This design comes from an exercise in tuning for small area on the open sky130 flow, not from production work.
Function was checked by simulation only, so behaviour that the tests miss may differ from the original.
Power is estimated from default activity; no workload was simulated.

Design vb_sense, start of the top module:
module vb_sense (
    input  wire         clk,
    input  wire         rst,
    input  wire         enable,
    input  wire         tick,
    input  wire [5:0]   s_ls,
    input  wire         s_hs,
    input  wire         hs_en,
    input  wire [95:0]  sense_fs,
    input  wire [95:0]  i_oc,
    input  wire [15:0]  hs_fs,
    input  wire [15:0]  bank_oc,
    output wire [48:0]  f_code,
    output wire [5:0]   oc_fault,
    output wire         bank_oc_fault,
    output reg          meas_valid,
    output wire [101:0] meas_x
);
    function [11:0] wtab;
        input [7:0] idx;
        begin
            case (idx)
            8'd0: wtab = 12'd2080;
            8'd1: wtab = 12'd2016;
            8'd2: wtab = 12'd1953;
            8'd3: wtab = 12'd1891;
            8'd4: wtab = 12'd1830;
            8'd5: wtab = 12'd1770;
            8'd6: wtab = 12'd1711;
            8'd7: wtab = 12'd1653;
            8'd8: wtab = 12'd1596;
            8'd9: wtab = 12'd1540;
            8'd10: wtab = 12'd1485;
            8'd11: wtab = 12'd1431;
            8'd12: wtab = 12'd1378;
            8'd13: wtab = 12'd1326;
            8'd14: wtab = 12'd1275;
            8'd15: wtab = 12'd1225;
            8'd16: wtab = 12'd1176;
            8'd17: wtab = 12'd1128;
            8'd18: wtab = 12'd1081;
            8'd19: wtab = 12'd1035;
            8'd20: wtab = 12'd990;
            8'd21: wtab = 12'd946;
            8'd22: wtab = 12'd903;
  ...
Size: roughly 400 I/O pins, roughly 32000 sq um of cells after synthesis.
clock: 15.0 ns
lec_check: 0
cap_margin: 5
core_margin: 2
core_utilization: 55
place_density: 0.7
setup_slack_margin: 0.3
slew_margin: 5
standard.sh (not shown) runs the stock make flow with config.mk's settings and CLKGATE_MAP_FILE= SYNTH_SCRIPT=/design/flow/synth_recipe.tcl, a recipe that flattens the netlist after the stock synthesis.
==> flow/flow/run.sh <==
#!/bin/bash
# The standard layout (standard.sh) with three changes:
#  - synthesis is synth_recipe.tcl with two changes to its combinational
#    logic optimisation, made by flow_synth.tcl written below: yosys synth
#    skips its generic abc pass (-noabc; the -nofsm -noshare of synth_recipe.tcl
#    stay), so the explicit full-adder chains of the RTL reach extract_fa
#    unchanged, and the technology-mapping abc call uses flow/area.script,
#    a deeper ABC script. Registers are mapped before abc and are untouched.
#  - the ports are buffered by the smallest buffer (sky130_fd_sc_hd__buf_1);
#  - clock tree synthesis uses larger sink clusters and no dummy loads.
# make's output goes to flow_make.log; each ORFS step logs under orfs/logs.
set -euo pipefail
WORK=$(pwd)
export VBS_ABC_SCRIPT=$WORK/flow/area.script
{
  cat <<'T'
proc abc {args} {
  set i [lsearch -exact $args -script]
  if {$i >= 0} { lset args [expr {$i + 1}] $::env(VBS_ABC_SCRIPT) }
  yosys abc {*}$args
}
T
  sed 's/yosys synth -nofsm -noshare {\*}\$args/yosys synth -nofsm -noshare -noabc {*}$args/' synth_recipe.tcl
} > flow_synth.tcl
grep -q -- '-noabc' flow_synth.tcl
bash standard.sh \
  "SYNTH_SCRIPT=$WORK/flow_synth.tcl" \
  "BUFFER_PORTS_ARGS=-buffer_cell sky130_fd_sc_hd__buf_1" \
  "CTS_ARGS=-sink_clustering_enable -repair_clock_nets -sink_clustering_size 30 -sink_clustering_max_diameter 80 -dont_use_dummy_load" \
  finish > flow_make.log 2>&1
==> flow/flow/area.script <==
&get -n
&st
&deepsyn -T 20
&dch -f
&nf -R 1000
&st
&syn2
&dch -f
&nf -R 1000
&put
topo
The baseline went through all stages and came out clean.
Then changed:
--- a/flow/flow/run.sh
+++ b/flow/flow/run.sh
@@ -27,2 +27,3 @@
   "SYNTH_SCRIPT=$WORK/flow_synth.tcl" \
+  "REMOVE_ABC_BUFFERS=1" \
   "BUFFER_PORTS_ARGS=-buffer_cell sky130_fd_sc_hd__buf_1" \
CAP_MARGIN = 20   (was 5)
GPL_TIMING_DRIVEN = 0   (was not set)
SLEW_MARGIN = 20   (was 5)
The new run produced a clean layout.
Design area goes up by 0.63%.
Non-clock buffer count goes down by 6.
Core utilization goes up by 0.38 points.
Total power goes up by 0.72%.
Worst setup slack gets worse by 0.056 ns.
Sequential share of layout area goes down by 0.28 points.
Then changed:
--- a/flow/flow/run.sh
+++ b/flow/flow/run.sh
@@ -27,3 +27,2 @@
   "SYNTH_SCRIPT=$WORK/flow_synth.tcl" \
-  "REMOVE_ABC_BUFFERS=1" \
   "BUFFER_PORTS_ARGS=-buffer_cell sky130_fd_sc_hd__buf_1" \
CORE_UTILIZATION = 65   (was 55)
GPL_TIMING_DRIVEN = not set   (was 0)
PLACE_DENSITY = 0.8   (was 0.7)
SETUP_SLACK_MARGIN = 0.1   (was 0.3)
=> The changed run went through all stages and came out clean; core utilization increases by 11 points; synthesized area is unchanged; wire length came out lower by 0.74%; non-clock buffer count went up by 7; total power is lower by 1.3%; first-iteration DRC count goes up by 12%; count of clock-buffer cells in the layout came out lower by 2; worst setup slack loses 0.12 ns; cell count falls by 2.6%; worst hold slack improves by 0.028 ns; maximum frequency fell by 0.81%.
Then changed:
CORE_UTILIZATION = 75   (was 65)
PLACE_DENSITY = 0.88   (was 0.8)
SETUP_SLACK_MARGIN = 0.3   (was 0.1)
Routed wire length rises by 9.8%. Fmax grows by 0.44%. Utilization rises by 10 points. First-iteration DRC count went up by 12%. Sequential share of layout area climbs by 0.14 points. Clock power barely changes. Power is higher by 0.78%. Die area came out lower by 13%.

## port drivers added, routing unchanged
In the flow no input, the clock included, has a driving cell. The finished layouts below were timed again as built, in two steps.
Step 1, drivers: a clkbuf_16 drives clk and a buf_2 each remaining input, both assumed.
Step 2 times the ports against the registers' clock, not the clock port: input delays grow and output delays shrink by t, the midpoint of the rising clock arrivals with the driver on.
Three values: ideal, step 1, step 2; two values: the first two.
run | t, ns | setup slack, ns | worst setup path at the end | latest minus earliest clock arrival (ns)
the first run | 0.623 | 0.460 / 0.492 / -0.131 | input to register | 0.066 / 0.066
the second run | 0.612 | 0.404 / 0.434 / -0.178 | input to register | 0.117 / 0.116
the third run | 0.611 | 0.284 / 0.323 / -0.289 | input to register | 0.081 / 0.081
the fourth run | 0.610 | 0.348 / 0.373 / -0.237 | input to register | 0.070 / 0.070
Met with ideal ports but missed after step 2: setup timing in every run listed. The setup slack of the first run, which loses most, moves by +0.032 ns with the drivers and by -0.591 ns with both steps.
